This design comes from an exercise in tuning for small area, a short achievable clock period and few clock cycles per item on the open sky130 flow, not from production work. Function was checked by simulation only, so behaviour that the tests miss may differ from the original. Power figures rest on the tool's default switching activity, not on a simulated workload.

**run.sh**
```bash
#!/bin/bash
# synth_recipe.tcl (not shown) runs the flow's synth.tcl, then flattens the netlist and writes it again
# the make line also repeats each setting of config.mk as NAME=value (left out here)
make -C /OpenROAD-flow-scripts/flow DESIGN_CONFIG=/design/flow/config.mk WORK_HOME=/design/flow/orfs CLKGATE_MAP_FILE= SYNTH_SCRIPT=/design/flow/synth_recipe.tcl finish
```
**config.mk**
```make
export PLATFORM = sky130hd
export DESIGN_NAME = lake_enc
export DESIGN_NICKNAME = lake_enc
export VERILOG_FILES = /design/flow/design.v
export SDC_FILE = /design/flow/constraint.sdc
export NUM_CORES = 4
export LEC_CHECK = 0
export ABC_CLOCK_PERIOD_IN_PS = 4000
export CAP_MARGIN = 20
export CORE_MARGIN = 2
export CORE_UTILIZATION = 40
export SETUP_SLACK_MARGIN = 5
export SLEW_MARGIN = 20
```
**constraint.sdc**
```tcl
create_clock -name core_clock -period 13.0 [get_ports {clk}]
set_input_delay 2.6000 -clock core_clock [delete_from_list [all_inputs] [get_ports {clk}]]
set_output_delay 2.6000 -clock core_clock [all_outputs]
set_load 0.01 [all_outputs]
```
**design.v**
```verilog
module lake_enc (
    input  wire        clk,
    input  wire        rst,
    input  wire        in_valid,
    output wire        in_ready,
    input  wire [29:0] in_elem,
    input  wire        in_first,
    input  wire        in_bounded,
    input  wire        in_ratio3,
    input  wire [1:0]  in_qmax,
    output wire        out_valid,
    input  wire        out_ready,
    output wire [31:0] out_word,
    output wire        out_last,
    output wire        out_fit
);
    localparam integer P = 33;       
    localparam integer L = P + 10;   
    integer i, k, q;
    function [9:0] recf;
        input [9:0] x;
        input [1:0] dl;
        begin
            recf = (x < {8'd0, dl}) ? 10'd0 : x - {8'd0, dl};
        end
    endfunction
    function [9:0] predf;
        input [9:0] a;
        input [9:0] b;
        input [9:0] u;
        input       row0;
        input       bonly;
        reg         alb, uga, ugb, ula, ulb;
        begin
            alb = a < b;
            uga = u >= a;
            ugb = u >= b;
            ula = u <= a;
            ulb = u <= b;
            if (row0)
                predf = a;
            else if (bonly)
                predf = b;
            else if (uga && ugb)
                predf = alb ? a : b;
            else if (ula && ulb)
                predf = alb ? b : a;
            else
                predf = a + b - u;
        end
    endfunction
    function [10:0] dpredf;
        input [9:0] x;
        input [9:0] a;
        input [9:0] b;
        input [9:0] u;
        input       row0;
        input       bonly;
        reg         alb, uga, ugb, ula, ulb;
        reg  [10:0] da, db, dm;
        begin
            alb = a < b;
            uga = u >= a;
            ugb = u >= b;
            ula = u <= a;
            ulb = u <= b;
            da = {1'b0, x} - {1'b0, a};
            db = {1'b0, x} - {1'b0, b};
            dm = {1'b0, x} + {1'b0, u} - {1'b0, a} - {1'b0, b};
            if (row0)
                dpredf = da;
            else if (bonly)
                dpredf = db;
            else if (uga && ugb)
                dpredf = alb ? da : db;
            else if (ula && ulb)
                dpredf = alb ? db : da;
            else
                dpredf = dm;
        end
    endfunction
    function [3:0] bitlen10;
        input [9:0] m;
        integer n;
        begin
            bitlen10 = 4'd0;
            for (n = 0; n < 10; n = n + 1)
                if (m[n]) bitlen10 = n[3:0] + 4'd1;
        end
    endfunction
    function [1:0] dsel;
        input [1:0] qq;
        input [2:0] d1;
        input [5:0] d2;
        input integer kk;
        begin
            case (qq)
                2'd1:    dsel = {1'b0, d1[2 - kk]};
                2'd2:    dsel = d2[5 - 2 * kk -: 2];
                default: dsel = 2'd0;
            endcase
        end
    endfunction
    reg        iv;
    reg [29:0] ix;
    reg        ifirst, ibounded, iratio3;
    reg [1:0]  iqmax;
    reg        bv;
    reg [29:0] bx;
    reg        bfirst, bbounded, bratio3;
    reg [1:0]  bqmax;
    reg [29:0] sx  [0:P];
    reg [2:0]  sd1 [0:8];
    reg [5:0]  sd2 [0:8];
    reg [29:0] srec [P+1:L-1];
    reg [L-1:0] sv;
    reg [4:0]  ce;                  
    reg        wlv, wbounded, wratio3;
    reg [1:0]  wqmax;
    reg        pv_w, pfirst, panc;   
    reg [9:0]  wpr [0:8];           
    reg [9:0]  worm [0:8];          
    reg [8:0]  wnz;                 
    reg        pend;                
    reg        fitsv;
    reg [2:0]  fits;
    reg [9:0]  lw [0:11];           
    reg [8:0]  cdl [0:3];           
    reg        pv;
    reg        pfit, plv, pratio3;
    reg [1:0]  pq;
    reg [3:0]  pw0, pw1, pw2;
    reg        ract;
    reg [4:0]  rcnt;
    reg        rfit, rlv;
    reg [1:0]  rq;
    reg [3:0]  rw0, rw1, rw2;
    reg [29:0] lq [0:3];
    reg [29:0] lu;
    reg        hv;
    reg        hfit, hratio3;
    reg [1:0]  hq;
    reg [3:0]  hw0, hw1, hw2;
    reg        r0v, r0anc, r0last;
    reg [32:0] r0d;
    reg [3:0]  r0w0, r0w1, r0w2;
    reg        r1v, r1last;
    reg [29:0] r1f;
    reg [4:0]  r1len;
    reg        pk_act, pk_dend, pk_fit;
    reg [3:0]  pk_wleft;
    reg [6:0]  cnt;
    reg [63:0] acc;
    reg [3:0]  padn;
    reg        padfit;
    reg        ov, olast, ofit;
    reg [31:0] ow;
    assign out_valid = ov;
    assign out_word  = ow;
    assign out_last  = olast;
    assign out_fit   = ofit;
    wire [1:0] rr = rcnt[4:3];
    wire [2:0] rc = rcnt[2:0];
    reg  [9:0]  rx   [0:2];
    reg  [9:0]  rrec [0:2];
    reg  [10:0] re   [0:2];
    reg  [9:0]  ra, rb, ru;
    reg  signed [10:0] rd;
    wire       ranc = (rcnt == 5'd0) && !rlv;
    always @(*) begin
        for (k = 0; k < 3; k = k + 1) begin
            rx[k]   = sx[P][29 - 10 * k -: 10];
            ra = (rc != 3'd0) ? srec[P + 1][29 - 10 * k -: 10] : lq[0][29 - 10 * k -: 10];
            rb = srec[P + 8][29 - 10 * k -: 10];
            ru = (rc != 3'd0) ? srec[P + 9][29 - 10 * k -: 10] : lu[29 - 10 * k -: 10];
            rd = dpredf(rx[k], ra, rb, ru, rr == 2'd0, (rc == 3'd0) && !rlv);
            re[k] = rd >>> rq;
            rrec[k] = ranc ? rx[k] : recf(rx[k], (rq == 2'd2) ? rd[1:0] : ((rq == 2'd1) ? {1'b0, rd[0]} : 2'd0));
        end
    end
    wire [10:0] e0m = r0d[32:22] & ((11'd1 << r0w0) - 11'd1);
    wire [10:0] e1m = r0d[21:11] & ((11'd1 << r0w1) - 11'd1);
    wire [10:0] e2m = r0d[10:0]  & ((11'd1 << r0w2) - 11'd1);
    wire [13:0] ecat = ({3'd0, e0m} << (r0w1 + r0w2)) | ({3'd0, e1m} << r0w2) | {3'd0, e2m};
    wire [4:0]  esum = {1'b0, r0w0} + {1'b0, r0w1} + {1'b0, r0w2};
    wire        pk_done = pk_act && pk_dend && (cnt == 7'd32) && !(padn != 4'd0) && (!ov || out_ready);
    wire        hdr_go = (!pk_act || pk_done) && hv;
    wire        r1_go  = pk_act && !pk_dend && r1v && ({1'b0, cnt} + {3'b0, r1len} <= 8'd64);
    wire [29:0] fval   = hdr_go ? (hfit ? {16'd0, hq, hw0, hw1, hw2} : {16'd0, 2'b11, 12'd0}) : r1f;
    wire [4:0]  flen   = hdr_go ? 5'd14 : r1len;
    wire        app    = hdr_go || r1_go;
    wire [6:0]  fsh    = 7'd64 - cnt - {2'b0, flen};
    wire [63:0] fal    = app ? ({34'd0, fval} << fsh[5:0]) : 64'd0;
    wire [63:0] comb   = acc | fal;
    wire        emit_ok  = !ov || out_ready;
    wire        pad_emit = (padn != 4'd0);
    wire        acc_rdy  = pk_act && (cnt >= 7'd32);
    wire        do_emit  = emit_ok && (pad_emit || acc_rdy);
    wire        acc_emit = do_emit && !pad_emit;
    wire        r1_free  = !r1v || r1_go;
    wire        r0_mv    = r0v && r1_free;
    wire        r0_free  = !r0v || r1_free;
    wire        freeze     = pend && !fitsv;
    wire        rd_take    = ract && sv[P] && (!rfit || r0_free) && !freeze;
    wire        tail_move  = (!sv[P] || rd_take) && !freeze;
    wire        head_shift = iv && tail_move;
    assign in_ready = !bv;
    wire        in_hs  = in_valid && !bv;
    wire        a_free = !iv || head_shift;
    wire        hv_free    = !hv || hdr_go;
    wire        rd_load    = (!ract || (rd_take && rcnt == 5'd31)) && pv && hv_free;
    reg  [9:0]  wm [0:8];
    reg  [8:0]  wz;
    reg  [9:0]  wacc [0:8];
    reg  [8:0]  wnzn;
    reg  signed [10:0] wdif, we;
    always @(*) begin
        for (q = 0; q < 3; q = q + 1)
            for (k = 0; k < 3; k = k + 1) begin
                wdif = $signed({1'b0, sx[0][29 - 10 * k -: 10]}) - $signed({1'b0, wpr[3 * q + k]});
                we   = wdif >>> q;
                wm[3 * q + k] = panc ? 10'd0 : (we[10] ? ~we[9:0] : we[9:0]);
                wz[3 * q + k] = (we != 11'sd0) && !panc;
            end
        for (i = 0; i < 9; i = i + 1) begin
            wacc[i]  = (pfirst ? 10'd0 : worm[i]) | wm[i];
            wnzn[i] = (pfirst ? 1'b0 : wnz[i]) | wz[i];
        end
    end
    reg  [3:0]  gw [0:8];
    reg  [5:0]  gsum [0:2];
    reg  [3:0]  thr;
    always @(*) begin
        for (i = 0; i < 9; i = i + 1)
            gw[i] = wnzn[i] ? bitlen10(wacc[i]) + 4'd1 : 4'd0;
        for (i = 0; i < 3; i = i + 1)
            gsum[i] = {2'b00, gw[3 * i]} + {2'b00, gw[3 * i + 1]} + {2'b00, gw[3 * i + 2]};
        thr = wratio3 ? (wlv ? 4'd9 : 4'd8) : 4'd14;
    end
    wire        decide = pend && fitsv;
    reg  [3:0]  fw [0:8];
    always @(*) begin
        for (i = 0; i < 9; i = i + 1)
            fw[i] = wnz[i] ? bitlen10(worm[i]) + 4'd1 : 4'd0;
    end
    wire        qlim1 = wbounded && (wqmax != 2'd0);
    wire        qlim2 = wbounded && (wqmax == 2'd2);
    wire        dfit  = fits[0] || (qlim1 && fits[1]) || (qlim2 && fits[2]);
    wire [1:0]  dq    = fits[0] ? 2'd0 : ((qlim1 && fits[1]) ? 2'd1 : ((qlim2 && fits[2]) ? 2'd2 : 2'd0));
    reg [9:0] lnext [0:11];
    always @(*) begin
        for (i = 0; i < 4; i = i + 1)
            for (k = 0; k < 3; k = k + 1)
                lnext[3 * i + k] = recf(sx[24 - 8 * i][29 - 10 * k -: 10],
                                        dsel(dq, cdl[i][8:6], cdl[i][5:0], k));
    end
    wire [1:0] wr = ce[4:3];
    wire [2:0] wc = ce[2:0];
    wire       cur_lv  = (ce == 5'd0) ? !ifirst : wlv;
    wire       wanchor = (ce == 5'd0) && ifirst;
    reg  [9:0]  wx;
    reg  [9:0]  wa, wb, wu;
    reg  [9:0]  wp [0:8];
    reg  [1:0]  wdl;
    reg  [2:0]  nd1;
    reg  [5:0]  nd2;
    always @(*) begin
        nd1 = 3'd0;
        nd2 = 6'd0;
        for (k = 0; k < 3; k = k + 1) begin
            wx = ix[29 - 10 * k -: 10];
            for (q = 0; q < 3; q = q + 1) begin
                if (wc != 3'd0)
                    wa = recf(sx[0][29 - 10 * k -: 10], dsel(q[1:0], sd1[0], sd2[0], k));
                else if (wr == 2'd0 && decide)
                    wa = lnext[k];
                else
                    wa = lw[3 * wr + k];
                wb = recf(sx[7][29 - 10 * k -: 10], dsel(q[1:0], sd1[7], sd2[7], k));
                if (wc != 3'd0)
                    wu = recf(sx[8][29 - 10 * k -: 10], dsel(q[1:0], sd1[8], sd2[8], k));
                else
                    wu = lw[3 * (wr - 2'd1) + k];
                wp[3 * q + k] = predf(wa, wb, wu, wr == 2'd0, (wc == 3'd0) && !cur_lv);
                wdl = wx[1:0] - wp[3 * q + k][1:0];
                if (q == 1) nd1[2 - k] = wanchor ? 1'b0 : wdl[0];
                if (q == 2) nd2[5 - 2 * k -: 2] = wanchor ? 2'b00 : wdl;
            end
        end
    end
    always @(posedge clk) begin
        if (tail_move) begin
            for (i = L - 1; i > P + 1; i = i - 1)
                srec[i] <= srec[i - 1];
            srec[P + 1] <= {rrec[0], rrec[1], rrec[2]};
        end
        for (i = P; i >= 1; i = i - 1)
            if (tail_move && (i >= ce || iv)) begin
                sx[i]  <= sx[i - 1];
                if (i <= 8) begin
                    sd1[i] <= sd1[i - 1];
                    sd2[i] <= sd2[i - 1];
                end
            end
        if (tail_move && (ce == 5'd0 || iv)) begin
            sx[0]  <= ix;
            sd1[0] <= nd1;
            sd2[0] <= nd2;
        end
        if (head_shift && wc == 3'd7)
            cdl[wr] <= {nd1, nd2};
        if (head_shift && ce == 5'd0) begin
            wlv      <= !ifirst;
            wbounded <= ibounded;
            wratio3  <= iratio3;
            wqmax    <= iqmax;
        end
        for (i = 0; i < 9; i = i + 1)
            wpr[i] <= wp[i];
        pfirst <= (ce == 5'd0);
        panc   <= wanchor;
        if (pv_w) begin
            for (i = 0; i < 9; i = i + 1)
                worm[i] <= wacc[i];
            wnz <= wnzn;
        end
        if (pend && !fitsv) begin
            for (i = 0; i < 3; i = i + 1)
                fits[i] <= (gsum[i] <= {2'b00, thr});
        end
        if (decide) begin
            for (i = 0; i < 12; i = i + 1)
                lw[i] <= lnext[i];
            pfit    <= dfit;
            pq      <= dq;
            plv     <= wlv;
            pratio3 <= wratio3;
            pw0     <= fw[3 * dq];
            pw1     <= fw[3 * dq + 1];
            pw2     <= fw[3 * dq + 2];
        end
        if (a_free) begin
            if (bv) begin
                ix       <= bx;
                ifirst   <= bfirst;
                ibounded <= bbounded;
                iratio3  <= bratio3;
                iqmax    <= bqmax;
            end else if (in_hs) begin
                ix       <= in_elem;
                ifirst   <= in_first;
                ibounded <= in_bounded;
                iratio3  <= in_ratio3;
                iqmax    <= in_qmax;
            end
        end else if (in_hs) begin
            bx       <= in_elem;
            bfirst   <= in_first;
            bbounded <= in_bounded;
            bratio3  <= in_ratio3;
            bqmax    <= in_qmax;
        end
        if (rd_load) begin
            rfit <= pfit;
            rq   <= pfit ? pq : 2'd0;
            rlv  <= plv;
            rw0  <= pw0;
            rw1  <= pw1;
            rw2  <= pw2;
            hfit    <= pfit;
            hq      <= pq;
            hratio3 <= pratio3;
            hw0 <= pw0;
            hw1 <= pw1;
            hw2 <= pw2;
        end
        if (rd_take && (rc == 3'd0 || rcnt == 5'd31)) begin
            lu    <= lq[0];
            lq[0] <= lq[1];
            lq[1] <= lq[2];
            lq[2] <= lq[3];
            lq[3] <= (rcnt == 5'd31) ? {rrec[0], rrec[1], rrec[2]} : srec[P + 1];
        end
        if (rd_take && rfit) begin
            r0anc  <= (rcnt == 5'd0) && !rlv;
            r0last <= (rcnt == 5'd31);
            r0d    <= ((rcnt == 5'd0) && !rlv) ? {3'd0, sx[P]} : {re[0], re[1], re[2]};
            r0w0   <= rw0;
            r0w1   <= rw1;
            r0w2   <= rw2;
        end
        if (r0_mv) begin
            r1last <= r0last;
            r1f    <= r0anc ? r0d[29:0] : {16'd0, ecat};
            r1len  <= r0anc ? 5'd30 : esum;
        end
        if (hdr_go)
            pk_fit <= hfit;
        if (acc_emit)
            acc <= {comb[31:0], 32'd0};
        else
            acc <= comb;
        if (do_emit) begin
            ow    <= pad_emit ? 32'd0 : acc[63:32];
            olast <= pad_emit ? (padn == 4'd1) : (pk_wleft == 4'd1);
            ofit  <= pad_emit ? padfit : pk_fit;
        end
        if (rst) begin
            iv      <= 1'b0;
            bv      <= 1'b0;
            sv      <= {L{1'b0}};
            ce      <= 5'd0;
            pv_w    <= 1'b0;
            pend    <= 1'b0;
            fitsv   <= 1'b0;
            pv      <= 1'b0;
            ract    <= 1'b0;
            rcnt    <= 5'd0;
            hv      <= 1'b0;
            r0v     <= 1'b0;
            r1v     <= 1'b0;
            pk_act  <= 1'b0;
            pk_dend <= 1'b0;
            pk_wleft <= 4'd0;
            cnt     <= 7'd0;
            acc     <= 64'd0;
            padn    <= 4'd0;
            ov      <= 1'b0;
        end else begin
            iv <= a_free ? (bv || in_hs) : 1'b1;
            bv <= a_free ? 1'b0 : (bv || in_hs);
            if (tail_move) begin
                for (i = 1; i < L; i = i + 1)
                    if (i >= ce || iv)
                        sv[i] <= (i == ce) ? iv : sv[i - 1];
                if (ce == 5'd0 || iv)
                    sv[0] <= iv;
            end
            pv_w <= head_shift;
            if (head_shift) begin
                if (ce == 5'd31) begin
                    ce   <= 5'd0;
                    pend <= 1'b1;
                end else
                    ce <= ce + 5'd1;
            end
            if (pend && !fitsv)
                fitsv <= 1'b1;
            if (decide) begin
                pend  <= 1'b0;
                fitsv <= 1'b0;
                pv    <= 1'b1;
            end else if (rd_load)
                pv <= 1'b0;
            if (rd_load) begin
                ract <= 1'b1;
                rcnt <= 5'd0;
            end else if (rd_take) begin
                rcnt <= rcnt + 5'd1;
                if (rcnt == 5'd31)
                    ract <= 1'b0;
            end
            if (rd_load)
                hv <= 1'b1;
            else if (hdr_go)
                hv <= 1'b0;
            if (rd_take && rfit)
                r0v <= 1'b1;
            else if (r0_mv)
                r0v <= 1'b0;
            if (r0_mv)
                r1v <= 1'b1;
            else if (r1_go)
                r1v <= 1'b0;
            if (hdr_go) begin
                pk_act   <= 1'b1;
                pk_dend  <= !hfit;
                pk_wleft <= hratio3 ? 4'd10 : 4'd15;
            end else if (pk_done) begin
                pk_act <= 1'b0;
                padn   <= pk_wleft - 4'd1;
                padfit <= pk_fit;
            end else if (pk_act && pk_dend && cnt == 7'd0 && !pad_emit) begin
                pk_act <= 1'b0;
                padn   <= pk_wleft;
                padfit <= pk_fit;
            end
            if (r1_go && r1last)
                pk_dend <= 1'b1;
            if (acc_emit && !hdr_go)
                pk_wleft <= pk_wleft - 4'd1;
            if (pad_emit && do_emit)
                padn <= padn - 4'd1;
            if (hdr_go && pk_done) begin
                padn   <= pk_wleft - 4'd1;
                padfit <= pk_fit;
            end
            begin : cntupd
                reg [6:0] c1;
                c1 = cnt - (acc_emit ? 7'd32 : 7'd0) + (app ? {2'b0, flen} : 7'd0);
                if ((hdr_go && !hfit) || (r1_go && r1last))
                    c1 = (c1 + 7'd31) & 7'b1100000;
                cnt <= c1;
            end
            if (do_emit)
                ov <= 1'b1;
            else if (out_ready)
                ov <= 1'b0;
        end
    end
endmodule
```
==> flow_summary.json, run 1 <==
{
  "status": "no timing/DRC/antenna violations",
  "die_w_um": 557.6,
  "ioPinCount": 75,
  "synth-edff-count": 2009,
  "setup_tns_ns": 0,
  "final_area_um2": 137500,
  "vias": 87990,
  "tightest_slew_ns": 1.127,
  "dp_hpwl_um": 303300,
  "setup_viol": 0,
  "routed_wl_um": 399900,
  "hold_violations": 0,
  "drc": 0,
  "hold_buffers": 0,
  "synth_nets": 11800,
  "io_buffer_count": 74,
  "fin_cells": 15180,
  "relSlewSlack_pct": 24.06,
  "ys_ff_latch": 2237,
  "cp-start-kind": "register",
  "crit_type": "reg2reg",
  "min_period_ns": 7.771,
  "power.leakage_nw": 53.36,
  "area.growth.synth_to_final_pct": 12.13,
  "gp_congestion": 1.026,
  "post-place-cells": 14710,
  "clk_path_buf_depth": 4,
  "synth.top_cell.area_share_pct": 49.21,
  "synth_area_leaders": "edfxtp_1, ha_1, dfxtp_1, fa_1, a21oi_1",
  "ir_worst_vdd_mv": 0.1277,
  "avgRoutedWirePerCell_um": 26.34,
  "grt_overflow": 0,
  "hp-class": "reg2reg",
  "synth_top_cell_by_area": "edfxtp_1",
  "skew_ns": 0.1213,
  "cts_made_buffers": 241,
  "cp-end-kind": "register",
  "max_freq_ghz": 0.1287,
  "postSynthCellCount": 10750,
  "drtIter0Drc": 9192,
  "powerDensity_nw_per_um2": 191.2,
  "initial_core_util_pct": 40.15,
  "clockRootBuffer": "clkbuf_16",
  "core.rowCount": 203,
  "yosys-top-cells-count": "edfxtp_1, nor2_1, ha_1",
  "yosysWarnings": 19,
  "cts_tree": "yes",
  "cts.sinks": 2237,
  "finalCritPeriodShare_pct": 59.78,
  "grt_first_pass_wirelength_um": 579600,
  "track_usage_pct": 25.18,
  "cap_violations": 0,
  "dpl_cell_area_um2": 128800,
  "ys_types": 111,
  "synth_async_sr_flop_share_pct": 0,
  "htreeDepth": 4,
  "grt_pass1_vias": 86190,
  "firstDrtPassIters": 9,
  "yosysSeqAreaShare_pct": 52.94,
  "drv_slew": 0,
  "core_um2": 305300,
  "grt_max_degree": 191,
  "fin_nets": 11920,
  "dieArea_um2": 310900,
  "die_height_um": 557.6,
  "layout-drive-gt1-share_pct": 8.996,
  "via_per_inst": 5.797,
  "fill_cells": 27960,
  "antenna_found_initial": 26,
  "crit_required_ns": 13.69,
  "ant_nets": 0,
  "critPathArrivalTime_ns": 8.46,
  "crit_fanout": 52,
  "rsz0062_at_grt": "no",
  "syn_area_um2": 122600,
  "synth.most_common_cell": "edfxtp_1",
  "synth_area_per_cell_um2": 11.40,
  "hold_ws_ns": 0.3509,
  "clkTransAtPathRegs_ns": 0.06,
  "clock_latency_ns": 0.96,
  "synth-main-ff-cell": "edfxtp_1"
}
[path summary, 6_finish.rpt]
kind	start	end	slack (ns)	cells after the start
hold reg to reg	sx[22][28]$_DFFE_PP_	sx[23][28]$_DFFE_PP_	0.35	0
setup / recovery	ce[3]$_SDFFE_PP0P_	wpr[3][8]$_DFF_P_	5.23	19
hold / removal	sx[22][28]$_DFFE_PP_	sx[23][28]$_DFFE_PP_	0.35	0
setup reg to reg	ce[3]$_SDFFE_PP0P_	wpr[3][8]$_DFF_P_	5.23	19
[registers in the layout, indices dropped and copies added (netlist names), 32 cells and up]
signal / cells
sx: 1020
srec: 270
lq: 120
lw: 120
worm: 90
wpr: 90
acc: 64
sd2: 54
cdl: 36
sv: 34
r0d: 33
ow: 32
[per-stage QoR]
| step | total power [W] | worst slack [ns] | utilization [%] |
|---|---|---|---|
| 3_3_place_gp | 0.01902 | 4.050 | 42.19 |
| 6_report | 0.02628 | 5.229 | 45.02 |
| 4_1_cts | 0.02633 | 5.006 | 44.87 |
| 5_1_grt | 0.02778 | 4.974 | 45.02 |
| 2_1_floorplan | 0.01634 | 5.025 | - |
| 3_5_place_dp | 0.01925 | 4.084 | 42.20 |
[cell families after synthesis]
| family | count (synthesis) | share of synthesized area (%) |
|---|---|---|
| AO/OA/AOI/OAI | 2657 | 14.37 |
| AND/OR/NAND/NOR | 2782 | 10.68 |
| multiplexers | 327 | 3.004 |
| flip-flops | 2237 | 52.94 |
| buffers and inverters | 1217 | 3.764 |
| adder cells (fa/ha/maj) | 1012 | 11.55 |
| XOR/XNOR | 517 | 3.694 |
[worst max-delay path, cell delays in order (launching register included)]
cell and delay, ns:
dfxtp_1 0.30, buf_4 0.19, inv_1 0.34, ha_2 0.25
buf_4 0.48, buf_4 0.61, clkinvlp_4 0.52, o221ai_1 0.86
nand3_1 0.37, o21ai_0 0.48, inv_1 0.11, ha_1 0.25
or4_1 0.51, o21ai_0 0.20, o21ai_0 0.18, nor2_1 0.14
nor3_1 0.12, nor3_1 0.83, a22oi_1 0.16, o22ai_1 0.56
[area by class of cell]
| type | instances | area (um^2) | area share [%] |
|---|---|---|---|
| multi-input cells | 7296 | 53760 | 39.11 |
| well taps | 4100 | 5130 | 3.732 |
| clock inverters | 145 | 1605 | 1.168 |
| inverters | 810 | 3058 | 2.225 |
| clock buffers | 298 | 6492 | 4.723 |
| flip-flops and latches | 2237 | 64900 | 47.21 |
| repair buffers | 285 | 2497 | 1.817 |
| diodes | 7 | 17.52 | 0.01274 |
[repair_timing]
item                       in CTS  in global routing
gates resized for setup        14                 53
pin swaps                       1                  6
buffers inserted                1                 14
setup endpoints to repair      76                114
cloned                          1                  0
[per-layer routing]
metal	share of wire [%]	wire, um	vias to the layer above	track usage [%]
met4	5.7	22660	4	12.60
met2	46	185300	3657	40.95
met5	0.0078	31	-	0
met1	42	166300	43410	32.82
met3	6.4	25560	837	3.595
li1	-	-	40080	-
[report_power, final]
part / internal [W] / leakage [nW] / switching [W]
clock: 0.00408 / 3.97 / 0.00291
combinational: 0.00358 / 27.0 / 0.00531
sequential: 0.00950 / 22.3 / 0.000900
total: 0.0172 / 53.4 / 0.00912
[cell usage in the layout (no fill, tap or decap), drive strengths merged, types with 70 or more instances in the layout]
cell type / netlist / final
mux2i: 174 / 174
fa: 200 / 200
o22ai: 96 / 96
o21a: 94 / 94
a211oi: 138 / 138
nand2b: 93 / 93
nor4: 76 / 76
o21ai: 531 / 531
nor2b: 115 / 116
a221oi: 75 / 75
a31oi: 90 / 90
nor2: 820 / 820
nand3: 186 / 186
mux2: 134 / 134
a22oi: 125 / 125
dfxtp: 228 / 228
edfxtp: 2009 / 2009
a21oi: 678 / 678
xnor2: 312 / 312
nand2: 785 / 785
clkbuf: 330 / 298
clkdlybuf4s50: 0 / 73
xor2: 205 / 205
ha: 812 / 812
clkinv: 5 / 95
inv: 805 / 819
and2: 127 / 127
buf: 77 / 212
nand4: 70 / 70
a21o: 161 / 161
nor3: 255 / 255
Testbench counts, summed over its fixed seeds: cycles 51,785, blocks 1,536.
==> run 2, diff against run 1 <==
--- a/design.v
+++ b/design.v
@@ -124,2 +124,6 @@
     reg        pend;                
+    reg        dlv, dbounded, dratio3;    
+    reg [1:0]  dqmax;
+    reg        moved;               
+    reg        m1;                  
     reg        fitsv;
@@ -146,2 +150,3 @@
     reg [3:0]  r0w0, r0w1, r0w2;
+    reg [1:0]  r0q;
     reg        r1v, r1last;
@@ -163,8 +168,9 @@
     wire [2:0] rc = rcnt[2:0];
+    reg        rcz, rrz;            
     reg  [9:0]  rx   [0:2];
     reg  [9:0]  rrec [0:2];
-    reg  [10:0] re   [0:2];
+    reg  [10:0] rdd  [0:2];
     reg  [9:0]  ra, rb, ru;
     reg  signed [10:0] rd;
-    wire       ranc = (rcnt == 5'd0) && !rlv;
+    wire       ranc = rcz && rrz && !rlv;
     always @(*) begin
@@ -172,7 +178,7 @@
             rx[k]   = sx[P][29 - 10 * k -: 10];
-            ra = (rc != 3'd0) ? srec[P + 1][29 - 10 * k -: 10] : lq[0][29 - 10 * k -: 10];
+            ra = !rcz ? srec[P + 1][29 - 10 * k -: 10] : lq[0][29 - 10 * k -: 10];
             rb = srec[P + 8][29 - 10 * k -: 10];
-            ru = (rc != 3'd0) ? srec[P + 9][29 - 10 * k -: 10] : lu[29 - 10 * k -: 10];
-            rd = dpredf(rx[k], ra, rb, ru, rr == 2'd0, (rc == 3'd0) && !rlv);
-            re[k] = rd >>> rq;
+            ru = !rcz ? srec[P + 9][29 - 10 * k -: 10] : lu[29 - 10 * k -: 10];
+            rd = dpredf(rx[k], ra, rb, ru, rrz, rcz && !rlv);
+            rdd[k] = rd;
             rrec[k] = ranc ? rx[k] : recf(rx[k], (rq == 2'd2) ? rd[1:0] : ((rq == 2'd1) ? {1'b0, rd[0]} : 2'd0));
@@ -180,5 +186,8 @@
     end
-    wire [10:0] e0m = r0d[32:22] & ((11'd1 << r0w0) - 11'd1);
-    wire [10:0] e1m = r0d[21:11] & ((11'd1 << r0w1) - 11'd1);
-    wire [10:0] e2m = r0d[10:0]  & ((11'd1 << r0w2) - 11'd1);
+    wire signed [10:0] r0e0 = $signed(r0d[32:22]) >>> r0q;
+    wire signed [10:0] r0e1 = $signed(r0d[21:11]) >>> r0q;
+    wire signed [10:0] r0e2 = $signed(r0d[10:0])  >>> r0q;
+    wire [10:0] e0m = r0e0 & ((11'd1 << r0w0) - 11'd1);
+    wire [10:0] e1m = r0e1 & ((11'd1 << r0w1) - 11'd1);
+    wire [10:0] e2m = r0e2 & ((11'd1 << r0w2) - 11'd1);
     wire [13:0] ecat = ({3'd0, e0m} << (r0w1 + r0w2)) | ({3'd0, e1m} << r0w2) | {3'd0, e2m};
@@ -188,7 +197,8 @@
     wire        r1_go  = pk_act && !pk_dend && r1v && ({1'b0, cnt} + {3'b0, r1len} <= 8'd64);
-    wire [29:0] fval   = hdr_go ? (hfit ? {16'd0, hq, hw0, hw1, hw2} : {16'd0, 2'b11, 12'd0}) : r1f;
-    wire [4:0]  flen   = hdr_go ? 5'd14 : r1len;
+    wire [13:0] hfld   = hfit ? {hq, hw0, hw1, hw2} : {2'b11, 12'd0};
+    wire [63:0] hfal   = pk_act ? {32'd0, hfld, 18'd0} : {hfld, 50'd0};
+    wire [6:0]  fsh    = 7'd64 - cnt - {2'b0, r1len};
+    wire [63:0] rfal   = r1_go ? ({34'd0, r1f} << fsh[5:0]) : 64'd0;
+    wire [63:0] fal    = hdr_go ? hfal : rfal;
     wire        app    = hdr_go || r1_go;
-    wire [6:0]  fsh    = 7'd64 - cnt - {2'b0, flen};
-    wire [63:0] fal    = app ? ({34'd0, fval} << fsh[5:0]) : 64'd0;
     wire [63:0] comb   = acc | fal;
@@ -202,5 +212,8 @@
     wire        r0_free  = !r0v || r1_free;
-    wire        freeze     = pend && !fitsv;
-    wire        rd_take    = ract && sv[P] && (!rfit || r0_free) && !freeze;
-    wire        tail_move  = (!sv[P] || rd_take) && !freeze;
+    wire        spec_win   = pend && !moved;
+    wire        fix0;
+    wire        late0      = decide && wce0;
+    wire        hold       = fix0 || late0;
+    wire        rd_take    = ract && sv[P] && (!rfit || r0_free) && !hold;
+    wire        tail_move  = (!sv[P] || rd_take) && !hold;
     wire        head_shift = iv && tail_move;
@@ -210,3 +223,3 @@
     wire        hv_free    = !hv || hdr_go;
-    wire        rd_load    = (!ract || (rd_take && rcnt == 5'd31)) && pv && hv_free;
+    wire        rd_load    = (!ract || (rd_take && rcnt == 5'd31)) && (pv || decide) && hv_free;
     reg  [9:0]  wm [0:8];
@@ -237,5 +250,5 @@
             gsum[i] = {2'b00, gw[3 * i]} + {2'b00, gw[3 * i + 1]} + {2'b00, gw[3 * i + 2]};
-        thr = wratio3 ? (wlv ? 4'd9 : 4'd8) : 4'd14;
+        thr = dratio3 ? (dlv ? 4'd9 : 4'd8) : 4'd14;
     end
-    wire        decide = pend && fitsv;
+    wire        decide = pend && fitsv && moved;
     reg  [3:0]  fw [0:8];
@@ -245,4 +258,4 @@
     end
-    wire        qlim1 = wbounded && (wqmax != 2'd0);
-    wire        qlim2 = wbounded && (wqmax == 2'd2);
+    wire        qlim1 = dbounded && (dqmax != 2'd0);
+    wire        qlim2 = dbounded && (dqmax == 2'd2);
     wire        dfit  = fits[0] || (qlim1 && fits[1]) || (qlim2 && fits[2]);
@@ -253,9 +266,37 @@
             for (k = 0; k < 3; k = k + 1)
-                lnext[3 * i + k] = recf(sx[24 - 8 * i][29 - 10 * k -: 10],
+                lnext[3 * i + k] = recf(sx[25 - 8 * i][29 - 10 * k -: 10],
                                         dsel(dq, cdl[i][8:6], cdl[i][5:0], k));
     end
+    wire        sfit = pv ? pfit : dfit;
+    wire [1:0]  sq   = pv ? pq : dq;
+    wire [3:0]  sw0  = pv ? pw0 : fw[3 * dq];
+    wire [3:0]  sw1  = pv ? pw1 : fw[3 * dq + 1];
+    wire [3:0]  sw2  = pv ? pw2 : fw[3 * dq + 2];
+    assign fix0 = decide && m1 && wlv && dfit && (dq != 2'd0);
+    reg [2:0] fd1;
+    reg [5:0] fd2;
+    reg [1:0] fdl;
+    always @(*) begin
+        for (k = 0; k < 3; k = k + 1) begin
+            fdl = sx[0][20 - 10 * k +: 2] - lnext[k][1:0];
+            fd1[2 - k] = fdl[0];
+            fd2[5 - 2 * k -: 2] = fdl;
+        end
+    end
     wire [1:0] wr = ce[4:3];
     wire [2:0] wc = ce[2:0];
-    wire       cur_lv  = (ce == 5'd0) ? !ifirst : wlv;
-    wire       wanchor = (ce == 5'd0) && ifirst;
+    reg        wcz, wce0;           
+    reg  [3:0] wrow;                
+    wire       cur_lv  = wce0 ? !ifirst : wlv;
+    wire       wanchor = wce0 && ifirst;
+    reg  [9:0] wla [0:2];           
+    reg  [9:0] wlu [0:2];
+    always @(*) begin
+        for (k = 0; k < 3; k = k + 1) begin
+            wla[k] = ({10{wrow[0]}} & lw[k]) | ({10{wrow[1]}} & lw[3 + k])
+                   | ({10{wrow[2]}} & lw[6 + k]) | ({10{wrow[3]}} & lw[9 + k]);
+            wlu[k] = ({10{wrow[1]}} & lw[k]) | ({10{wrow[2]}} & lw[3 + k])
+                   | ({10{wrow[3]}} & lw[6 + k]);
+        end
+    end
     reg  [9:0]  wx;
@@ -272,14 +313,14 @@
             for (q = 0; q < 3; q = q + 1) begin
-                if (wc != 3'd0)
+                if (!wcz)
                     wa = recf(sx[0][29 - 10 * k -: 10], dsel(q[1:0], sd1[0], sd2[0], k));
-                else if (wr == 2'd0 && decide)
-                    wa = lnext[k];
+                else if (wrow[0] && spec_win)
+                    wa = sx[24][29 - 10 * k -: 10];
                 else
-                    wa = lw[3 * wr + k];
+                    wa = wla[k];
                 wb = recf(sx[7][29 - 10 * k -: 10], dsel(q[1:0], sd1[7], sd2[7], k));
-                if (wc != 3'd0)
+                if (!wcz)
                     wu = recf(sx[8][29 - 10 * k -: 10], dsel(q[1:0], sd1[8], sd2[8], k));
                 else
-                    wu = lw[3 * (wr - 2'd1) + k];
-                wp[3 * q + k] = predf(wa, wb, wu, wr == 2'd0, (wc == 3'd0) && !cur_lv);
+                    wu = wlu[k];
+                wp[3 * q + k] = predf(wa, wb, wu, wrow[0], wcz && !cur_lv);
                 wdl = wx[1:0] - wp[3 * q + k][1:0];
@@ -308,2 +349,5 @@
             sd2[0] <= nd2;
+        end else if (fix0) begin
+            sd1[0] <= fd1;
+            sd2[0] <= fd2;
         end
@@ -318,5 +362,11 @@
         for (i = 0; i < 9; i = i + 1)
-            wpr[i] <= wp[i];
-        pfirst <= (ce == 5'd0);
-        panc   <= wanchor;
+            wpr[i] <= fix0 ? lnext[i % 3] : wp[i];
+        pfirst <= fix0 || (ce == 5'd0);
+        panc   <= !fix0 && wanchor;
+        if (head_shift && ce == 5'd31) begin
+            dlv      <= wlv;
+            dbounded <= wbounded;
+            dratio3  <= wratio3;
+            dqmax    <= wqmax;
+        end
         if (pv_w) begin
@@ -335,4 +385,4 @@
             pq      <= dq;
-            plv     <= wlv;
-            pratio3 <= wratio3;
+            plv     <= dlv;
+            pratio3 <= dratio3;
             pw0     <= fw[3 * dq];
@@ -363,14 +413,14 @@
         if (rd_load) begin
-            rfit <= pfit;
-            rq   <= pfit ? pq : 2'd0;
-            rlv  <= plv;
-            rw0  <= pw0;
-            rw1  <= pw1;
-            rw2  <= pw2;
-            hfit    <= pfit;
-            hq      <= pq;
-            hratio3 <= pratio3;
-            hw0 <= pw0;
-            hw1 <= pw1;
-            hw2 <= pw2;
+            rfit <= sfit;
+            rq   <= sfit ? sq : 2'd0;
+            rlv  <= pv ? plv : dlv;
+            rw0  <= sw0;
+            rw1  <= sw1;
+            rw2  <= sw2;
+            hfit    <= sfit;
+            hq      <= sq;
+            hratio3 <= pv ? pratio3 : dratio3;
+            hw0 <= sw0;
+            hw1 <= sw1;
+            hw2 <= sw2;
         end
@@ -384,5 +434,6 @@
         if (rd_take && rfit) begin
-            r0anc  <= (rcnt == 5'd0) && !rlv;
+            r0anc  <= ranc;
             r0last <= (rcnt == 5'd31);
-            r0d    <= ((rcnt == 5'd0) && !rlv) ? {3'd0, sx[P]} : {re[0], re[1], re[2]};
+            r0d    <= ranc ? {3'd0, sx[P]} : {rdd[0], rdd[1], rdd[2]};
+            r0q    <= rq;
             r0w0   <= rw0;
@@ -412,3 +463,8 @@
             ce      <= 5'd0;
+            wcz     <= 1'b1;
+            wce0    <= 1'b1;
+            wrow    <= 4'b0001;
             pv_w    <= 1'b0;
+            m1      <= 1'b0;
+            moved   <= 1'b0;
             pend    <= 1'b0;
@@ -438,3 +494,8 @@
             end
-            pv_w <= head_shift;
+            pv_w <= head_shift || fix0;
+            m1   <= spec_win && head_shift;
+            if (decide)
+                moved <= 1'b0;
+            else if (pend && tail_move)
+                moved <= 1'b1;
             if (head_shift) begin
@@ -443,4 +504,12 @@
                     pend <= 1'b1;
-                end else
-                    ce <= ce + 5'd1;
+                    wcz  <= 1'b1;
+                    wce0 <= 1'b1;
+                    wrow <= 4'b0001;
+                end else begin
+                    ce   <= ce + 5'd1;
+                    wcz  <= (wc == 3'd7);
+                    wce0 <= 1'b0;
+                    if (wc == 3'd7)
+                        wrow <= {wrow[2:0], 1'b0};
+                end
             end
@@ -451,4 +520,6 @@
                 fitsv <= 1'b0;
-                pv    <= 1'b1;
-            end else if (rd_load)
+            end
+            if (decide && !rd_load)
+                pv <= 1'b1;
+            else if (rd_load)
                 pv <= 1'b0;
@@ -457,4 +528,8 @@
                 rcnt <= 5'd0;
+                rcz  <= 1'b1;
+                rrz  <= 1'b1;
             end else if (rd_take) begin
                 rcnt <= rcnt + 5'd1;
+                rcz  <= (rc == 3'd7);
+                rrz  <= rrz && (rc != 3'd7);
                 if (rcnt == 5'd31)
@@ -499,6 +574,11 @@
                 reg [6:0] c1;
-                c1 = cnt - (acc_emit ? 7'd32 : 7'd0) + (app ? {2'b0, flen} : 7'd0);
-                if ((hdr_go && !hfit) || (r1_go && r1last))
+                c1 = cnt + (r1_go ? {2'b0, r1len} : 7'd0);
+                if (r1_go && r1last)
                     c1 = (c1 + 7'd31) & 7'b1100000;
-                cnt <= c1;
+                if (hdr_go)
+                    cnt <= hfit ? 7'd14 : 7'd32;
+                else if (acc_emit)
+                    cnt <= c1 - 7'd32;
+                else
+                    cnt <= c1;
             end
--- a/config.mk
+++ b/config.mk
@@ -7,3 +7,2 @@
 export LEC_CHECK = 0
-export ABC_CLOCK_PERIOD_IN_PS = 4000
 export CAP_MARGIN = 20
==> run 2 against run 1 <==
  * Worst hold slack improved by 0.022 ns
  * Largest cell class unchanged
  * Combinational power up about 20%
  * Via count fell by 3.0%
  * Highest routed layer is now met4
  * Worst setup slack better by 0.50 ns
  * Total power up 8.9%
==> flow_summary.json, run 2 <==
{
  "synth_async_sr_flop_share_pct": 0,
  "synth_area_per_cell_um2": 11.62,
  "post-place-cells": 14510,
  "status": "no timing/DRC/antenna violations",
  "layout-drive-gt1-share_pct": 8.561,
  "setup_tns_ns": 0,
  "avgRoutedWirePerCell_um": 25.30,
  "synth_nets": 11570,
  "grt_max_degree": 162,
  "grt_pass1_vias": 84870,
  "yosys-top-cells-count": "edfxtp_1, inv_1, ha_1",
  "ir_worst_vdd_mv": 0.1504,
  "regArea_um2": 65340,
  "crit_required_ns": 13.70,
  "ys_ff_latch": 2254,
  "synth-main-ff-cell": "edfxtp_1",
  "r2r_cells": 26,
  "endpoint": "lq[3][2]$_DFFE_PP_",
  "yosysSeqAreaShare_pct": 53.40,
  "core_um2": 305000,
  "hold_violations": 0,
  "ioPinCount": 75,
  "critPathArrivalTime_ns": 7.97,
  "drc": 0,
  "antenna_found_initial": 15,
  "fill_cells": 27890,
  "finalCritPeriodShare_pct": 55.93,
  "cp-start-kind": "register",
  "postSynthCellCount": 10530,
  "grt_first_pass_wirelength_um": 556900,
  "tightest_slew_ns": 1.102,
  "hp-start": "sx[6][24]$_DFFE_PP_",
  "largest_reg_flops": 1020,
  "hp-class": "reg2reg",
  "rsz0062_at_grt": "no",
  "die_w_um": 557.0,
  "drtIter0Drc": 8123,
  "multi_input_area_um2": 52910,
  "ant_nets": 0,
  "crit_type": "reg2reg",
  "clkTransAtPathRegs_ns": 0.07,
  "cts.sinks": 2254,
  "clockRootBuffer": "clkbuf_16",
  "reg_top3": "sx x1020, srec x270",
  "gp_congestion": 0.9599,
  "ctsResizeCount": 0,
  "vias": 85350,
  "initial_core_util_pct": 40.10,
  "grt_overflow": 0,
  "fin_cells": 14970,
  "mostFrequentLayoutCell": "edfxtp_1",
  "io_buffer_count": 74,
  "firstDrtPassIters": 8,
  "synth_area_leaders": "edfxtp_1, ha_1, dfxtp_1, fa_1, inv_1",
  "powerDensity_nw_per_um2": 209.2,
  "cts_tree": "yes",
  "power.leakage_nw": 52.79,
  "syn_area_um2": 122300,
  "rr_startpoint": "rcz$_SDFFCE_PP1P_",
  "drv_slew": 0,
  "crit_fanout": 36,
  "max_freq_ghz": 0.1375,
  "cap_violations": 0,
  "hold_buffers": 0,
  "ys_types": 110,
  "r2r_end": "lq[3][2]$_DFFE_PP_",
  "synth-edff-count": 2018,
  "finalPower_w": 0.02864,
  "via_per_inst": 5.702,
  "cts_made_buffers": 242,
  "skew_ns": 0.06669,
  "dieArea_um2": 310300,
  "largest-register": "sx",
  "cts_setup_buffers": 0,
  "dp_hpwl_um": 282800,
  "setup_viol": 0,
  "yosysWarnings": 21,
  "die_height_um": 557.0,
  "htreeDepth": 4,
  "r2r_slack_ns": 5.73,
  "synth.most_common_cell": "edfxtp_1",
  "synth.top_cell.area_share_pct": 49.54,
  "clk_path_buf_depth": 4,
  "routed_wl_um": 378800,
  "worstSetupStartpoint": "rcz$_SDFFCE_PP1P_",
  "min_period_ns": 7.271,
  "hold_ws_ns": 0.3729,
  "track_usage_pct": 23.98,
  "cp-end-kind": "register",
  "core.rowCount": 203,
  "relSlewSlack_pct": 25.96,
  "synth_top_cell_by_area": "edfxtp_1",
  "fin_nets": 11690,
  "area.growth.synth_to_final_pct": 11.87,
  "layout_common_cells": "edfxtp_1, inv_1, ha_1, nor2_1, nand2_1",
  "clock_latency_ns": 0.95
}
[run 2: cell count changes after synthesis, sizes merged, moves of 36 or more]
cell | previous run | this run
a21oi | 678 | 530
o22ai | 96 | 60
nand3 | 186 | 245
or3 | 45 | 91
o21a | 94 | 158
xor2 | 205 | 163
nand2 | 785 | 645
nor2 | 820 | 776
[run 2: logic make-up after synthesis]
kind of cell / share of synthesized area (%)
and+or+nand+nor: 10.78
AOI/OAI and AO/OA: 13.85
DFF: 53.40
buffers and inverters: 3.690
adders and majority gates: 11.47
xor gates and xnor gates: 3.495
muxes: 3.308
[run 2: layer usage]
| metal | vias up | part of all wire [%] | global-route usage [%] |
|---|---|---|---|
| li1 | 39340 | - | - |
| met1 | 42330 | 42 | 30.87 |
| met2 | 2921 | 48 | 40.26 |
| met3 | 753 | 5.3 | 2.712 |
| met4 | 0 | 5.2 | 11.41 |
| met5 | - | 0 | 0 |
[run 2: area by class of cell]
type                       count  share of cell area, %
antenna                        6                0.01097
clock buffer                 300                  4.818
clock inverter               154                  1.204
inverter                     827                  2.280
multi-input combinational   7079                  38.66
sequential                  2254                  47.75
tap                         4100                  3.749
timing repair buffer         249                  1.531
[run 2: metrics by stage]
step	utilization, %	cell area [um^2]	setup slack (ns)
after floorplan	-	122300	5.304
after global placement	42.13	128500	5.545
after detailed placement	42.15	128600	5.770
after CTS	44.85	136800	5.764
after global routing	44.86	136800	5.114
final	44.86	136900	5.729
[run 2: critical path: stages, from the launching register on]
cell      delay [ns]
edfxtp_1        0.34
buf_4           0.51
mux2i_1         0.58
ha_1            0.36
a21o_1          0.18
a21o_1          0.19
a221oi_1        0.33
o21ai_0         0.15
and2_1          0.21
nor2_1          0.09
buf_4           0.22
nand2_1         0.18
o21ai_0         0.33
a21oi_1         0.15
a211oi_1        0.51
ha_1            0.29
fa_1            0.19
nand2b_1        0.08
or2_2           0.32
nor4_1          0.27
inv_1           0.12
or4_1           0.47
nand2_1         0.29
o21ai_0         0.14
nand2_1         0.10
o21ai_0         0.12
mux2_2          0.29
[run 2: worst min path at each step]
stage,end,slack (ns),depth (start not counted)
detailed placement,lq[0][14]$_DFFE_PP_,0.40,0
global route,sx[6][25]$_DFFE_PP_,0.38,0
finish,sx[7][24]$_DFFE_PP_,0.37,0
global placement,sx[28][26]$_DFFE_PP_,0.40,0
CTS,sx[7][24]$_DFFE_PP_,0.37,0
floorplan,dbounded$_DFFE_PP_,0.40,0
[run 2: where the power goes]
part	switching [W]	internal, W
clock	0.00300	0.00409
combinational	0.00638	0.00436
sequential	0.00102	0.00980
total	0.0104	0.0182
Testbench counts of run 2, summed over its fixed seeds: cycles 50,479, blocks 1,536.
==> run 3, diff against run 2 <==
--- a/design.v
+++ b/design.v
@@ -169,2 +169,3 @@
     reg        rcz, rrz;            
+    reg        rnza;                
     reg  [9:0]  rx   [0:2];
@@ -174,2 +175,4 @@
     reg  signed [10:0] rd;
+    reg  [1:0]  rdl;
+    reg  [9:0]  rc1, rc2, rc3;
     wire       ranc = rcz && rrz && !rlv;
@@ -178,3 +181,3 @@
             rx[k]   = sx[P][29 - 10 * k -: 10];
-            ra = !rcz ? srec[P + 1][29 - 10 * k -: 10] : lq[0][29 - 10 * k -: 10];
+            ra = rnza ? srec[P + 1][29 - 10 * k -: 10] : lq[0][29 - 10 * k -: 10];
             rb = srec[P + 8][29 - 10 * k -: 10];
@@ -183,3 +186,15 @@
             rdd[k] = rd;
-            rrec[k] = ranc ? rx[k] : recf(rx[k], (rq == 2'd2) ? rd[1:0] : ((rq == 2'd1) ? {1'b0, rd[0]} : 2'd0));
+            rdl = (rq == 2'd2) ? rd[1:0] : ((rq == 2'd1) ? {1'b0, rd[0]} : 2'd0);
+            rc1 = recf(rx[k], 2'd1);
+            rc2 = recf(rx[k], 2'd2);
+            rc3 = recf(rx[k], 2'd3);
+            if (ranc)
+                rrec[k] = rx[k];
+            else
+                case (rdl)
+                    2'd0:    rrec[k] = rx[k];
+                    2'd1:    rrec[k] = rc1;
+                    2'd2:    rrec[k] = rc2;
+                    default: rrec[k] = rc3;
+                endcase
         end
@@ -198,8 +213,6 @@
     wire [13:0] hfld   = hfit ? {hq, hw0, hw1, hw2} : {2'b11, 12'd0};
-    wire [63:0] hfal   = pk_act ? {32'd0, hfld, 18'd0} : {hfld, 50'd0};
     wire [6:0]  fsh    = 7'd64 - cnt - {2'b0, r1len};
     wire [63:0] rfal   = r1_go ? ({34'd0, r1f} << fsh[5:0]) : 64'd0;
-    wire [63:0] fal    = hdr_go ? hfal : rfal;
     wire        app    = hdr_go || r1_go;
-    wire [63:0] comb   = acc | fal;
+    wire [63:0] comb   = acc | rfal;
     wire        emit_ok  = !ov || out_ready;
@@ -288,2 +301,3 @@
     reg        wcz, wce0;           
+    reg        wcnu;                
     reg  [3:0] wrow;                
@@ -315,4 +329,2 @@
                     wa = recf(sx[0][29 - 10 * k -: 10], dsel(q[1:0], sd1[0], sd2[0], k));
-                else if (wrow[0] && spec_win)
-                    wa = sx[24][29 - 10 * k -: 10];
                 else
@@ -320,3 +332,3 @@
                 wb = recf(sx[7][29 - 10 * k -: 10], dsel(q[1:0], sd1[7], sd2[7], k));
-                if (!wcz)
+                if (wcnu)
                     wu = recf(sx[8][29 - 10 * k -: 10], dsel(q[1:0], sd1[8], sd2[8], k));
@@ -380,2 +392,5 @@
         end
+        if (head_shift && ce == 5'd31)
+            for (k = 0; k < 3; k = k + 1)
+                lw[k] <= sx[23][29 - 10 * k -: 10];
         if (decide) begin
@@ -449,3 +464,5 @@
             pk_fit <= hfit;
-        if (acc_emit)
+        if (hdr_go)
+            acc <= {hfld, 50'd0};
+        else if (acc_emit)
             acc <= {comb[31:0], 32'd0};
@@ -464,2 +481,3 @@
             wcz     <= 1'b1;
+            wcnu    <= 1'b0;
             wce0    <= 1'b1;
@@ -505,2 +523,3 @@
                     wcz  <= 1'b1;
+                    wcnu <= 1'b0;
                     wce0 <= 1'b1;
@@ -510,2 +529,3 @@
                     wcz  <= (wc == 3'd7);
+                    wcnu <= (wc != 3'd7);
                     wce0 <= 1'b0;
@@ -529,2 +549,3 @@
                 rcz  <= 1'b1;
+                rnza <= 1'b0;
                 rrz  <= 1'b1;
@@ -533,2 +554,3 @@
                 rcz  <= (rc == 3'd7);
+                rnza <= (rc != 3'd7);
                 rrz  <= rrz && (rc != 3'd7);
==> run 3 against run 2 <==
  * Worst setup slack worse by 0.30 ns
  * Via count up 1.3%
  * Non-clock buffer count down 6
  * Synthesized cell count up 1.3%
  * Maximum frequency down 3.9%
==> flow_summary.json, run 3 <==
{
  "synth_area_per_cell_um2": 11.52,
  "clk_path_buf_depth": 4,
  "yosysWarnings": 21,
  "routed_wl_um": 379800,
  "die_height_um": 558.1,
  "htreeDepth": 4,
  "cts.sinks": 2256,
  "firstDrtPassIters": 6,
  "reg_top3": "sx x1020, srec x270",
  "final_core_utilization_pct": 44.86,
  "yosysSeqAreaShare_pct": 53.23,
  "ctsResizeCount": 0,
  "largest-register": "sx",
  "dpl_worst_slack_ns": 5.702,
  "ioPinCount": 75,
  "crit_type": "reg2reg",
  "layout_common_cells": "edfxtp_1, inv_1, ha_1, nor2_1, nand2_1",
  "rsz0062_at_grt": "no",
  "cts_setup_buffers": 0,
  "fin_nets": 11810,
  "r2r_end": "cdl[0][1]$_DFFE_PP_",
  "avgRoutedWirePerCell_um": 25.21,
  "grt_pass1_vias": 84660,
  "hold_buffers": 0,
  "path_delay_family": "compound AO/OA/AOI/OAI gates",
  "synth-main-ff-cell": "edfxtp_1",
  "syn_area_um2": 122800,
  "area.growth.synth_to_final_pct": 11.62,
  "core_um2": 305600,
  "status": "no timing/DRC/antenna violations",
  "cts_made_buffers": 238,
  "synth_nets": 11710,
  "crit_path_top_delay_cell": "o22ai_1",
  "drc": 0,
  "yosys-top-cells-count": "edfxtp_1, inv_1, ha_1",
  "grt_max_degree": 124,
  "hold_violations": 0,
  "r2r_slack_ns": 5.43,
  "synth_area_leaders": "edfxtp_1, ha_1, dfxtp_1, fa_1, inv_1",
  "max_freq_ghz": 0.1322,
  "clkTransAtPathRegs_ns": 0.06,
  "hp-class": "reg2reg",
  "clockRootBuffer": "clkbuf_16",
  "power.leakage_nw": 53.49,
  "synth.most_common_cell": "edfxtp_1",
  "drtIter0Drc": 8856,
  "via_per_inst": 5.740,
  "finalCritPeriodShare_pct": 58.20,
  "cap_violations": 0,
  "drv_slew": 0,
  "synth_async_sr_flop_share_pct": 0,
  "clock_latency_ns": 0.99,
  "synth.top_cell.area_share_pct": 49.37,
  "postSynthCellCount": 10660,
  "synth_top_cell_by_area": "edfxtp_1",
  "crit_fanout": 14,
  "r2r_cells": 24,
  "layout-drive-gt1-share_pct": 8.290,
  "critPathMaxStageDelay_ns": 0.89,
  "synth-edff-count": 2019,
  "ys_ff_latch": 2256,
  "skew_ns": 0.1296,
  "core.rowCount": 203,
  "largest_reg_flops": 1020,
  "crit_required_ns": 13.63,
  "worstSetupStartpoint": "sx[0][0]$_DFFE_PP_",
  "endpoint": "cdl[0][1]$_DFFE_PP_",
  "powerDensity_nw_per_um2": 218.0,
  "cts_tree": "yes",
  "relSlewSlack_pct": 19.40,
  "gp_congestion": 1.002,
  "ir_worst_vdd_mv": 0.1419,
  "grt_first_pass_wirelength_um": 556900,
  "initial_core_util_pct": 40.19,
  "dieArea_um2": 311500,
  "min_period_ns": 7.566,
  "mostFrequentLayoutCell": "edfxtp_1",
  "regArea_um2": 65390,
  "critPathArrivalTime_ns": 8.19,
  "multi_input_area_um2": 53040,
  "grt_overflow": 0,
  "tightest_slew_ns": 1.196,
  "antenna_found_initial": 22,
  "setup_viol": 0,
  "die_w_um": 558.1,
  "fill_cells": 27910,
  "setup_tns_ns": 0,
  "path_buf_inv": 3,
  "crit_path_cell_trace": "inv_1, ha_1, inv_1, fa_1, or3_4, o41ai_4, inv_1, a21boi_0, ha_1, nor2b_1, o21a_1, o21ai_0, a21o_1, a31oi_1, o22ai_1, nand2b_1, mux2i_1, nor2b_1, o21ai_0, a22o_1, ha_1, xnor2_1, xnor2_1, nor2_1",
  "cp.depth": 24,
  "rr_startpoint": "sx[0][0]$_DFFE_PP_",
  "io_buffer_count": 74,
  "fin_ws_ns": 5.434,
  "ant_nets": 0,
  "vias": 86500,
  "finalPower_w": 0.02988,
  "cp-start-kind": "register",
  "dp_hpwl_um": 283200,
  "track_usage_pct": 23.90,
  "ys_types": 117,
  "cp-end-kind": "register"
}
run 3: cell count changes in the layout (fill, tap and decap cells not counted), sizes merged, moves of 24 or more:
| cell | before | now |
|---|---|---|
| a22oi | 157 | 87 |
| a211oi | 157 | 181 |
| nand3 | 245 | 169 |
| o211ai | 87 | 44 |
| a21oi | 530 | 663 |
| o21a | 158 | 69 |
| a22o | 53 | 145 |
| o21bai | 53 | 94 |
| nand2 | 645 | 686 |
| o21ai | 519 | 582 |
| o22ai | 60 | 94 |
| nor3 | 240 | 210 |
| inv | 839 | 915 |
run 3: cell type report:
class	count	area share [%]
flip-flops and latches	2256	47.70
repair buffers	243	1.482
diodes	4	0.007302
well taps	4100	3.742
clock buffers	300	4.626
inverters	910	2.506
multi-input cells	7111	38.69
clock inverters	145	1.243
run 3: power by group:
part	total [W]	leakage, nW	internal (W)	switching, W
logic	0.0118	27.1	0.00480	0.00699
registers	0.0111	22.5	0.0100	0.00108
clock network	0.00700	3.91	0.00405	0.00295
total	0.0299	53.5	0.0189	0.0110
run 3: metal layers:
layer	routed length [um]	part of all wire (%)	vias to the layer above	track usage, %
met4	22560	5.9	8	12.65
li1	-	-	39550	-
met3	25490	6.7	851	3.244
met2	177000	47	3520	39.24
met5	52	0.014	-	0
met1	154700	41	42570	30.70
run 3: worst min-delay path by stage:
| stage | start | end | slack [ns] | depth (start not counted) |
|---|---|---|---|---|
| floorplan | wbounded$_DFFE_PP_ | dbounded$_DFFE_PP_ | 0.40 | 0 |
| global placement | lq[2][22]$_DFFE_PP_ | lq[1][22]$_DFFE_PP_ | 0.40 | 0 |
| detailed placement | lq[1][1]$_DFFE_PP_ | lq[0][1]$_DFFE_PP_ | 0.40 | 0 |
| CTS | sx[13][0]$_DFFE_PP_ | sx[14][0]$_DFFE_PP_ | 0.32 | 0 |
| global route | srec[36][17]$_DFFE_PP_ | srec[37][17]$_DFFE_PP_ | 0.32 | 0 |
| finish | sx[13][0]$_DFFE_PP_ | sx[14][0]$_DFFE_PP_ | 0.32 | 0 |
run 3: cell families after synthesis:
logic type | share of synthesized area (%)
compound gates | 14.33
xor+xnor | 3.713
fa+ha+maj | 11.47
buf+inv | 4.008
flops | 53.23
mux | 3.332
simple gates | 9.918
run 3: worst reg2reg max path, delay by kind of cell, from the launching register on:
family | cells | cell delay, ns
AND/OR/NAND/NOR | 5 | 1.34
multiplexers | 1 | 0.41
AO/OA/AOI/OAI | 9 | 2.98
flip-flops | 1 | 0.47
XOR/XNOR | 2 | 0.60
adder cells (fa/ha/maj) | 4 | 1.17
buffers and inverters | 3 | 0.34
run 3: through the flow:
step | hold slack [ns] | cells | cell area [um^2]
6_report | 0.3199 | 15070 | 137100
4_1_cts | 0.3211 | 15060 | 137000
2_1_floorplan | 0.4003 | 10660 | 122800
3_3_place_gp | 0.4001 | 14620 | 129000
5_1_grt | 0.3159 | 15070 | 137100
3_5_place_dp | 0.4045 | 14620 | 129000
Testbench counts of run 3, summed over its fixed seeds: cycles 50,479, blocks 1,536.
==> run 4, diff against run 3 <==
--- a/design.v
+++ b/design.v
@@ -22,4 +22,13 @@
         input [1:0] dl;
+        reg   [2:0] lo;
+        reg   [7:0] hm1;
         begin
-            recf = (x < {8'd0, dl}) ? 10'd0 : x - {8'd0, dl};
+            lo  = {1'b0, x[1:0]} - {1'b0, dl};
+            hm1 = x[9:2] - 8'd1;
+            if (!lo[2])
+                recf = {x[9:2], lo[1:0]};
+            else if (x[9:2] == 8'd0)
+                recf = 10'd0;
+            else
+                recf = {hm1, lo[1:0]};
         end
@@ -81,2 +90,14 @@
     endfunction
+    function [10:0] subcs;
+        input [9:0] x;
+        input [9:0] p;
+        reg   [5:0] lo;
+        reg   [5:0] h0, h1;
+        begin
+            lo = {1'b0, x[4:0]} + {1'b0, ~p[4:0]} + 6'd1;
+            h0 = {1'b0, x[9:5]} + {1'b1, ~p[9:5]};
+            h1 = {1'b0, x[9:5]} + {1'b1, ~p[9:5]} + 6'd1;
+            subcs = {lo[5] ? h1 : h0, lo[4:0]};
+        end
+    endfunction
     function [3:0] bitlen10;
@@ -245,3 +266,3 @@
             for (k = 0; k < 3; k = k + 1) begin
-                wdif = $signed({1'b0, sx[0][29 - 10 * k -: 10]}) - $signed({1'b0, wpr[3 * q + k]});
+                wdif = subcs(sx[0][29 - 10 * k -: 10], wpr[3 * q + k]);
                 we   = wdif >>> q;
@@ -262,3 +283,5 @@
         for (i = 0; i < 3; i = i + 1)
-            gsum[i] = {2'b00, gw[3 * i]} + {2'b00, gw[3 * i + 1]} + {2'b00, gw[3 * i + 2]};
+            gsum[i] = {2'b00, gw[3 * i] ^ gw[3 * i + 1] ^ gw[3 * i + 2]}
+                    + {1'b0, (gw[3 * i] & gw[3 * i + 1]) | (gw[3 * i] & gw[3 * i + 2])
+                             | (gw[3 * i + 1] & gw[3 * i + 2]), 1'b0};
         thr = dratio3 ? (dlv ? 4'd9 : 4'd8) : 4'd14;
--- a/config.mk
+++ b/config.mk
@@ -9,3 +9,3 @@
 export CORE_MARGIN = 2
-export CORE_UTILIZATION = 40
+export CORE_UTILIZATION = 55
 export SETUP_SLACK_MARGIN = 5
==> run 4 against run 3 <==
  * Final area fell by 0.20%
  * Register-to-register slack improved by 0.77 ns
  * Worst setup slack improved by 0.77 ns
  * Cell count fell by 6.8%
  * Total power fell by 2.7%
  * Sequential share of layout area rose by 0.10 points
  * Clock-buffer cell count fell by 9
  * Non-clock buffer count rose by 6
  * Utilization rose by 16 points
  * Clock power fell by 3.0%
  * Maximum frequency rose by 11%
==> flow_summary.json, run 4 <==
{
  "ys_ff_latch": 2256,
  "via_per_inst": 6.308,
  "postSynthCellCount": 10780,
  "reg_top3": "sx x1020, srec x270",
  "multi_input_area_um2": 54430,
  "cts_tree": "yes",
  "synth_top_family_by_area": "compound AO/OA/AOI/OAI gates",
  "synth_top_cell_by_area": "edfxtp_1",
  "clkTransAtPathRegs_ns": 0.07,
  "ioPinCount": 75,
  "ant_nets": 0,
  "largest-register": "sx",
  "hold_violations": 0,
  "core.rowCount": 174,
  "drv_slew": 0,
  "ctsResizeCount": 0,
  "tightest_slew_ns": 1.271,
  "synth.top_cell.area_share_pct": 48.84,
  "hold_depth": 0,
  "vias": 88550,
  "io_buffer_count": 74,
  "post-place-cells": 13590,
  "r2r_slack_ns": 6.21,
  "yosysSeqAreaShare_pct": 52.67,
  "powerDensity_nw_per_um2": 212.5,
  "dp_hpwl_um": 281600,
  "clock_latency_ns": 0.91,
  "synth_async_sr_flop_share_pct": 0,
  "skew_ns": 0.07374,
  "cts_made_buffers": 232,
  "grt_overflow": 0,
  "synth_nets": 11850,
  "wl_met2_um": 175300,
  "initial_core_util_pct": 55.25,
  "yosysWarnings": 21,
  "area.growth.synth_to_final_pct": 10.21,
  "hold_buffers": 0,
  "hp-class": "reg2reg",
  "gp_congestion": 0.9974,
  "regArea_um2": 65390,
  "setup_viol": 0,
  "clk_path_buf_depth": 3,
  "routed_wl_um": 377600,
  "dieArea_um2": 229500,
  "layout-drive-gt1-share_pct": 8.032,
  "drtIter0Drc": 9471,
  "setup_tns_ns": 0,
  "crit_required_ns": 13.57,
  "grt_pass1_vias": 86240,
  "max_freq_ghz": 0.1473,
  "track_usage_pct": 32.43,
  "synth_xor_area_share_pct": 3.125,
  "synth_area_per_cell_um2": 11.52,
  "layout_common_cells": "edfxtp_1, inv_1, ha_1, a21oi_1, nand2_1",
  "rsz0062_at_grt": "no",
  "finalPower_w": 0.02907,
  "fin_cells": 14040,
  "htreeDepth": 4,
  "routed.top_layer": "met5",
  "antenna_found_initial": 12,
  "synthAdderAreaFrac_pct": 11.69,
  "drt-met1-wl_um": 151900,
  "crit_type": "reg2reg",
  "fill_cells": 17880,
  "min_period_ns": 6.791,
  "r2r_end": "cdl[2][3]$_DFFE_PP_",
  "core_um2": 224700,
  "status": "no timing/DRC/antenna violations",
  "die_w_um": 479.1,
  "r2r_cells": 23,
  "relSlewSlack_pct": 12.87,
  "mostFrequentLayoutCell": "edfxtp_1",
  "rr_startpoint": "sx[0][12]$_DFFE_PP_",
  "firstDrtPassIters": 7,
  "critPathArrivalTime_ns": 7.36,
  "synth_area_leaders": "edfxtp_1, ha_1, dfxtp_1, fa_1, a21oi_1",
  "avgRoutedWirePerCell_um": 26.90,
  "synth-edff-count": 2019,
  "die_height_um": 479.1,
  "crit_fanout": 25,
  "cap_violations": 0,
  "hold_ws_ns": 0.3821,
  "ir_worst_vdd_mv": 0.1891,
  "clockRootBuffer": "clkbuf_16",
  "muxShareOfSynthArea_pct": 3.663,
  "ys_types": 103,
  "cp-end-kind": "register",
  "fin_nets": 11910,
  "synth_simple_gate_area_share_pct": 9.735,
  "cp-start-kind": "register",
  "synth.most_common_cell": "edfxtp_1",
  "yosys-top-cells-count": "edfxtp_1, inv_1, ha_1",
  "finalCritPeriodShare_pct": 52.24,
  "hp-start": "sx[13][27]$_DFFE_PP_",
  "power.leakage_nw": 54.34,
  "synth-main-ff-cell": "edfxtp_1",
  "drc": 0,
  "grt_first_pass_wirelength_um": 557100,
  "hold_end": "sx[14][27]$_DFFE_PP_",
  "cts.sinks": 2256,
  "cts_setup_buffers": 0,
  "routed-wl-met3_um": 24170,
  "synth-compound-area-share_pct": 15.25,
  "syn_area_um2": 124100,
  "largest_reg_flops": 1020,
  "grt_max_degree": 134
}
-- run 4: worst max-delay path by stage --
stage          cells past startpoint                   start                     to
2_1_floorplan                     15      dqmax[0]$_DFFE_PP_    sv[23]$_SDFFE_PP0P_
3_3_place_gp                      23     sx[0][12]$_DFFE_PP_    cdl[0][3]$_DFFE_PP_
3_5_place_dp                      13  r1len[0]$_SDFFCE_PP0P_  srec[39][5]$_DFFE_PP_
4_1_cts                           23     sx[0][12]$_DFFE_PP_    cdl[2][3]$_DFFE_PP_
5_1_grt                           21     sx[0][12]$_DFFE_PP_    cdl[2][3]$_DFFE_PP_
6_report                          23     sx[0][12]$_DFFE_PP_    cdl[2][3]$_DFFE_PP_
-- run 4: critical path: stages (launching register included) --
cell and delay, ns:
edfxtp_1 0.59, inv_1 0.22, ha_1 0.16, or4b_2 0.62, nor2_1 0.66, nor2_1 0.12
mux2i_1 0.16, o21a_1 0.32, inv_1 0.13, ha_1 0.34, a21o_1 0.17, a21oi_1 0.16
nor2b_1 0.06, o21ai_0 0.11, and3_1 0.76, nor2_1 0.16, a21oi_1 0.28, a2bb2oi_1 0.17
o22ai_1 0.09, o21ai_1 0.35, ha_1 0.24, xnor2_1 0.08, xnor2_1 0.34, nor2_1 0.15
-- run 4: power by group --
group	leakage, nW	internal [W]	switching [W]
Clock	3.85	0.00383	0.00296
Sequential	22.4	0.00978	0.000941
Combinational	28.1	0.00476	0.00679
Total	54.3	0.0184	0.0107
-- run 4: routing by layer --
layer  vias to the layer above  global-route usage, %
met5                         -                      0
met2                      3835                  52.36
li1                      40260                      -
met4                         4                  19.19
met1                     43530                  42.25
met3                       924                  3.965
-- run 4: metrics by stage --
| stage | setup WS, ns | util, % | cell area [um^2] |
|---|---|---|---|
| final | 6.209 | 60.89 | 136800 |
| after global routing | 5.775 | 60.89 | 136800 |
| after CTS | 6.248 | 60.87 | 136800 |
| after detailed placement | 6.277 | 57.35 | 128900 |
| after global placement | 6.348 | 57.35 | 128900 |
| after floorplan | 5.114 | - | 124100 |
-- run 4: cells by family after synthesis --
family	after synthesis
xor gates and xnor gates	402
AOI/OAI and AO/OA	2897
and+or+nand+nor	2525
adders and majority gates	1036
DFF	2256
buffers and inverters	1279
muxes	384
-- run 4: layout make-up --
type | instances | share of cell area, %
antenna | 4 | 0.007317
clock inverter | 149 | 1.173
multi-input combinational | 7244 | 39.79
clock buffer | 291 | 4.601
inverter | 854 | 2.357
tap | 2992 | 2.736
sequential | 2256 | 47.80
timing repair buffer | 249 | 1.536
Testbench counts of run 4, summed over its fixed seeds: cycles 50,479, blocks 1,536.
